Source: an optimization exercise on an open RTL-to-GDS flow (aim: small area, a short achievable clock period and few clock cycles). Production flows keep margins and buffers that such runs may drop.
Function was checked by simulation only, so behaviour that the tests miss may differ from the original.

**design/flow/run.sh**
```bash
#!/bin/bash
# synth_recipe.tcl (not shown) runs the flow's synth.tcl, then flattens the netlist and writes it again
# the make line also repeats each setting of config.mk as NAME=value (left out here)
make -C /OpenROAD-flow-scripts/flow DESIGN_CONFIG=/design/flow/config.mk WORK_HOME=/design/flow/orfs CLKGATE_MAP_FILE= SYNTH_SCRIPT=/design/flow/synth_recipe.tcl finish
```
**design/flow/config.mk**
```make
export PLATFORM = sky130hd
export DESIGN_NAME = gkm_opu
export DESIGN_NICKNAME = gkm_opu
export VERILOG_FILES = /design/flow/design.v
export SDC_FILE = /design/flow/constraint.sdc
export NUM_CORES = 4
export LEC_CHECK = 0
export CAP_MARGIN = 20
export CORE_MARGIN = 2
export CORE_UTILIZATION = 30
export PLACE_DENSITY = 0.5
export SLEW_MARGIN = 20
```
**design/flow/design.v**
```verilog
module gkm_opu (
    input  wire         clk,
    input  wire         rst_n,
    input  wire         cmd_valid,
    output wire         cmd_ready,
    input  wire [1:0]   cmd_op,        
    input  wire [127:0] cmd_key,       
    input  wire [63:0]  cmd_expect,
    input  wire         in_valid,
    output wire         in_ready,
    input  wire [63:0]  in_data,       
    input  wire [3:0]   in_nbytes,     
    input  wire         in_last,
    output wire         out_valid,
    input  wire         out_ready,
    output wire [63:0]  out_result,
    output wire         out_match
);
    localparam [1:0] OP_CRC32C = 2'd0;
    localparam [1:0] OP_CRC64  = 2'd1;
    localparam [31:0] POLY32 = 32'h82F63B78;            
    localparam [63:0] POLY64 = 64'h9A6C9329AC4BC9B5;    
    localparam [2:0] S_IDLE = 3'd0,
                     S_DATA = 3'd1,
                     S_HLEN = 3'd2,    
                     S_FIN1 = 3'd3,    
                     S_FIN2 = 3'd4,    
                     S_OUT  = 3'd5;
    function [31:0] crc32c_byte(input [31:0] c, input [7:0] b);
        integer k;
        reg [31:0] r;
        begin
            r = c ^ {24'd0, b};
            for (k = 0; k < 8; k = k + 1)
                r = r[0] ? ((r >> 1) ^ POLY32) : (r >> 1);
            crc32c_byte = r;
        end
    endfunction
    function [63:0] crc64_byte(input [63:0] c, input [7:0] b);
        integer k;
        reg [63:0] r;
        begin
            r = c ^ {56'd0, b};
            for (k = 0; k < 8; k = k + 1)
                r = r[0] ? ((r >> 1) ^ POLY64) : (r >> 1);
            crc64_byte = r;
        end
    endfunction
    function [31:0] crc32c_beat(input [31:0] c, input [63:0] d, input [3:0] n);
        integer i;
        reg [31:0] r;
        begin
            r = c;
            for (i = 0; i < 8; i = i + 1)
                if (i < n)
                    r = crc32c_byte(r, d[8*i +: 8]);
            crc32c_beat = r;
        end
    endfunction
    function [63:0] crc64_beat(input [63:0] c, input [63:0] d, input [3:0] n);
        integer i;
        reg [63:0] r;
        begin
            r = c;
            for (i = 0; i < 8; i = i + 1)
                if (i < n)
                    r = crc64_byte(r, d[8*i +: 8]);
            crc64_beat = r;
        end
    endfunction
    function [63:0] rotl(input [63:0] x, input integer s);
        rotl = (x << s) | (x >> (64 - s));
    endfunction
    function [255:0] sipround(input [255:0] v);
        reg [63:0] v0, v1, v2, v3;
        begin
            v0 = v[63:0];   v1 = v[127:64];  v2 = v[191:128]; v3 = v[255:192];
            v0 = v0 + v1;   v1 = rotl(v1, 13); v1 = v1 ^ v0; v0 = rotl(v0, 32);
            v2 = v2 + v3;   v3 = rotl(v3, 16); v3 = v3 ^ v2;
            v0 = v0 + v3;   v3 = rotl(v3, 21); v3 = v3 ^ v0;
            v2 = v2 + v1;   v1 = rotl(v1, 17); v1 = v1 ^ v2; v2 = rotl(v2, 32);
            sipround = {v3, v2, v1, v0};
        end
    endfunction
    function [255:0] sipcompress(input [255:0] v, input [63:0] m);
        reg [255:0] t;
        begin
            t = v ^ {m, 192'd0};
            t = sipround(sipround(t));
            sipcompress = t ^ {192'd0, m};
        end
    endfunction
    reg [2:0]   state;
    reg [1:0]   op;
    reg [63:0]  exp_val;
    reg [63:0]  crc;
    reg [255:0] v;
    reg [7:0]   len;         
    reg [63:0]  result;
    reg         match;
    wire is_crc = (op == OP_CRC32C) || (op == OP_CRC64);
    reg [63:0] tail;
    integer j;
    always @(*) begin
        tail = 64'd0;
        for (j = 0; j < 8; j = j + 1)
            if (j < in_nbytes)
                tail[8*j +: 8] = in_data[8*j +: 8];
    end
    wire [7:0]   len_next  = len + {4'd0, in_nbytes};
    wire [63:0]  sip_m     = (state == S_HLEN)                     ? {len, 56'd0} :
                             (in_last && in_nbytes != 4'd8)        ? (tail | {len_next, 56'd0}) :
                                                                     in_data;
    wire [255:0] v_comp    = sipcompress(v, sip_m);
    wire [255:0] v_fin_in  = (state == S_FIN1) ? (v ^ {64'd0, 64'hFF, 128'd0}) : v;
    wire [255:0] v_fin     = sipround(sipround(v_fin_in));
    wire [63:0]  hash      = v_fin[63:0] ^ v_fin[127:64] ^ v_fin[191:128] ^ v_fin[255:192];
    wire [31:0]  crc32_nx  = crc32c_beat(crc[31:0], in_data, in_nbytes);
    wire [63:0]  crc64_nx  = crc64_beat(crc, in_data, in_nbytes);
    wire [63:0]  crc_nx    = (op == OP_CRC32C) ? {32'd0, crc32_nx} : crc64_nx;
    wire [63:0]  crc_res   = (op == OP_CRC32C) ? {32'd0, ~crc32_nx} : ~crc64_nx;
    assign cmd_ready  = (state == S_IDLE);
    assign in_ready   = (state == S_DATA);
    assign out_valid  = (state == S_OUT);
    assign out_result = result;
    assign out_match  = match;
    always @(posedge clk) begin
        if (!rst_n) begin
            state  <= S_IDLE;
            op     <= 2'd0;
            exp_val <= 64'd0;
            crc    <= 64'd0;
            v      <= 256'd0;
            len    <= 8'd0;
            result <= 64'd0;
            match  <= 1'b0;
        end else begin
            case (state)
            S_IDLE: if (cmd_valid) begin
                op     <= cmd_op;
                exp_val <= cmd_expect;
                crc    <= (cmd_op == OP_CRC32C) ? 64'h00000000FFFFFFFF : 64'hFFFFFFFFFFFFFFFF;
                v      <= {cmd_key[127:64] ^ 64'h7465646279746573,
                           cmd_key[63:0]   ^ 64'h6c7967656e657261,
                           cmd_key[127:64] ^ 64'h646f72616e646f6d,
                           cmd_key[63:0]   ^ 64'h736f6d6570736575};
                len    <= 8'd0;
                state  <= S_DATA;
            end
            S_DATA: if (in_valid) begin
                len <= len_next;
                if (is_crc) begin
                    crc <= crc_nx;
                    if (in_last) begin
                        result <= crc_res;
                        match  <= (crc_res == ((op == OP_CRC32C) ? {32'd0, exp_val[31:0]} : exp_val));
                        state  <= S_OUT;
                    end
                end else begin
                    v <= v_comp;
                    if (in_last)
                        state <= (in_nbytes == 4'd8) ? S_HLEN : S_FIN1;
                end
            end
            S_HLEN: begin
                v     <= v_comp;
                state <= S_FIN1;
            end
            S_FIN1: begin
                v     <= v_fin;
                state <= S_FIN2;
            end
            S_FIN2: begin
                result <= hash;
                match  <= (hash == exp_val);
                state  <= S_OUT;
            end
            S_OUT: if (out_ready)
                state <= S_IDLE;
            default: state <= S_IDLE;
            endcase
        end
    end
endmodule
```
**design/flow/constraint.sdc**
```tcl
create_clock -name core_clock -period 25.0 [get_ports {clk}]
set_input_delay 5.0000 -clock core_clock [delete_from_list [all_inputs] [get_ports {clk}]]
set_output_delay 5.0000 -clock core_clock [all_outputs]
set_load 0.01 [all_outputs]
```
==> run_results.csv <==
group,metric,value,unit
grt,antenna_found_initial,128,
worst_setup_path,cp_num_buf_inv,8,
synth,syn_inst,12960,
final_layout,layout.nets,17220,
detailed_routing,drt-wirelength-per-cell,42.26,um
synth,ys_seq_elements,462,
job,cap_violations,0,
sta,report.final.hold_viol_count,0,
clocking,hold_buffers,0,
synth,syn_nets,14190,
final_layout,fillers,35140,
synth,synth.distinct_cells,112,
detailed_routing,drt_wl_total,864.7,mm
synth,synth_edf_count,0,
grt,grt-ovfl-total,0,
synth,yosys_most_used_dff,"dfxtp_1",
synth,ys_seq_area_share,9.276,%
clocking,cts_sinks,462,
worst_setup_path,crit_top_cell,"a21oi_2",
detailed_routing,drt_iter0_drc,16520,
clocking,cts_tree,"yes",
sta,slew_headroom,4.788,%
floorplan,die-width,580.5,um
worst_setup_path,r2r_slack,1.03,ns
sta,worst_hold_slack,0.4637,ns
placed_design,io_buffer_count,335,
synth,syn_area,99700,um^2
worst_setup_path,endpoint_kind,"register",
floorplan,pin_count,336,
worst_setup_path,cp_top_family,"compound AO/OA/AOI/OAI gates",
clocking,h-tree-depth,3,
worst_setup_path,startpoint,"in_last",
sta,finalMaxSlewViolations,0,
floorplan,die_y,580.5,um
worst_setup_path,critPathSlowestCell,"fa_1",
worst_setup_path,regToRegEndpoint,"v[60]",
sta,min_period_over_period,96.17,%
final_layout,syn_to_final_growth,36.05,%
synth,synthArstFlopShare,0,%
detailed_routing,drtPass1Iterations,9,
grt,grt_pass1_vias,108000,
worst_setup_path,arrival,24.64,ns
worst_setup_path,cp-start-kind,"primary input",
run_status,status,"no timing/DRC/antenna violations",
detailed_routing,vias,117800,
detailed_routing,drc,0,
min_path,worst_hold_path_type,"register to register",
sta,setup_viol,0,
clocking,clk_pin_slew,0.06,ns
placed_design,hpwl,767.6,mm
synth,postSynthAreaPerCell,7.693,um^2
worst_setup_path,path_depth,112,
floorplan,die-area,337000,um^2
clocking,cts_root_buf,"clkbuf_16",
grt,grt_pass1_wl,1087,mm
clocking,cts_buffers,66,
grt,track_usage,49.22,%
floorplan,core.rowCount,211,
worst_setup_path,reg2reg_depth,143,
sta,fmax,41.59,MHz
grt,grt_max_degree,174,
worst_setup_path,max_stage_delay,0.58,ns
min_path,holdCritStartpoint,"result[0]",
worst_setup_path,crit_type,"primary input to register",
placed_design,gp_congestion,1.171,
sta,tightest_slew,1.423,ns
sta,fin_ws,0.9575,ns
final_layout,layout-drive-gt1-share,25.02,%
sta,min_period,24.04,ns
sta,clock-skew-final,0.04930,ns
detailed_routing,drtAntennaViolNets,0,
worst_setup_path,cp.required,25.60,ns
worst_setup_path,r2r_start,"v[0]",
clocking,clockBufferDepth,3,
worst_setup_path,endpoint,"v[126]",
detailed_routing,viasPerCell,5.756,
placed_design,place_ws,-2.444,ns
synth,synth_warnings,1,
worst_setup_path,cp_max_fo,4,
floorplan,initial_utilization,30.16,%
floorplan,core_area,330500,um^2
clocking,clock_latency,0.73,ns
stage by stage:
stage / cell area [um^2] / TNS [ns] / util (%) / std cells
after floorplan: 99740 / 0 / - / 12960
after global placement: 131300 / -90.76 / 39.71 / 20230
after detailed placement: 131400 / -92.03 / 39.75 / 20230
after CTS: 133800 / -0.02177 / 40.49 / 20350
after global routing: 135500 / -1.322 / 40.99 / 20400
final: 135600 / 0 / 41.04 / 20460
repair_timing:
item | 4_1_cts | 5_1_grt
setup buffers | 8 | 43
endpoints found under the setup margin | 59 | 97
resized for setup | 58 | 299
pin swaps | 15 | 103
cell type report:
type	count	area (um^2)	area share [%]
antenna	67	167.7	0.1236
clock buffer	92	1859	1.371
clock inverter	22	357.8	0.2638
inverter	648	2440	1.799
multi-input combinational	11400	88900	65.53
sequential	462	9250	6.819
tap	4366	5463	4.027
timing repair buffer	3401	27210	20.06
cell usage after synthesis (96+ instances only):
master / count / area, um^2
xor2_1: 1448 / 12680
a21boi_0: 138 / 1036
xnor2_1: 2433 / 21310
a21o_1: 198 / 1486
nand2b_1: 123 / 769.5
and2_1: 98 / 613.1
nor3_1: 96 / 480.5
nor2b_1: 122 / 763.2
a21oi_1: 1262 / 6316
o21ai_0: 955 / 4780
inv_1: 647 / 2429
clkbuf_1: 329 / 1235
a221oi_1: 193 / 1690
o21bai_1: 371 / 2785
nand2_1: 872 / 3273
o21a_1: 139 / 1044
ha_1: 949 / 11870
dfxtp_1: 462 / 9249
nor2_1: 955 / 3585
routing by layer:
layer / up-vias / GRT usage (%) / wire [um]
met5: - / 0 / 212
met4: 22 / 48.12 / 102100
met3: 2230 / 15.36 / 93870
met2: 7923 / 69.55 / 342600
met1: 57130 / 58.01 / 325900
li1: 50480 / - / -
state kept, by name, summed over array words and instances (netlist names):
name     count
crc         64
exp_val     64
len          8
match        1
op           2
result      64
state        3
v          256
cell families (layout without fill, tap and decap cells):
logic type,count (synthesis),in the layout,share of synthesized area (%)
simple gates,2502,2502,10.97
other cells,0,67,0
mux,79,79,1.001
fa+ha+maj,965,965,12.23
flops,462,462,9.276
buf+inv,1094,4163,4.644
xor+xnor,4100,4100,38.54
compound gates,3758,3758,23.34
cells in the final DEF, fill, tap and decap left out, types with 185 or more instances in the layout:
master              n
clkdlybuf4s50_1   330
a21oi_1          1087
dfxtp_1           461
inv_1             645
a221oi_1          188
xnor2_1          2308
ha_1              948
nor2_1            941
o21bai_1          362
xnor2_2           190
o21ai_0           884
buf_4            2994
xor2_1           1364
a21o_1            197
a21oi_2           185
nand2_1           867
worst reg2reg max path, delay by kind of cell (launching register included):
kind            cells  cell delay (ns)
compound gates     99            16.11
simple gates       20             2.53
buf+inv            16             2.49
fa+ha+maj           4             1.33
xor+xnor            4             1.09
flops               1             0.34
worst min path at each step:
stage / to / slack (ns) / cells after the start
after floorplan: op[0] / 0.45 / 2
after global placement: result[52] / 0.45 / 2
after detailed placement: result[0] / 0.46 / 2
after CTS: result[0] / 0.47 / 2
after global routing: result[1] / 0.49 / 2
final: result[0] / 0.46 / 2
Testbench counts, summed over its fixed seeds: cycles 54,314.

==> what the ideal ports hide <==
In the flow no input, the clock included, has a driving cell. The finished layout below was timed again as built, in two steps.
Step 1 (the two cells are an assumption about what drives the block):
set clk [get_ports {clk}]
set_driving_cell -lib_cell sky130_fd_sc_hd__clkbuf_16 $clk
set_driving_cell -lib_cell sky130_fd_sc_hd__buf_2 [delete_from_list [all_inputs] $clk]
Step 2 also shifts input and output timing later by t, the mid clock arrival at the registers, as if the neighbouring blocks saw the same clock.
Slacks: no drivers / after step 1 / after step 2; pairs: no drivers / after step 1.
t, ns: 0.811
setup WS [ns]: 0.958 / 1.030 / 0.225
latest minus earliest clock arrival (ns): 0.049 / 0.049
After both steps setup and hold are still met in this run. The setup slack of this run moves by +0.072 ns with the drivers and by -0.733 ns with both steps.
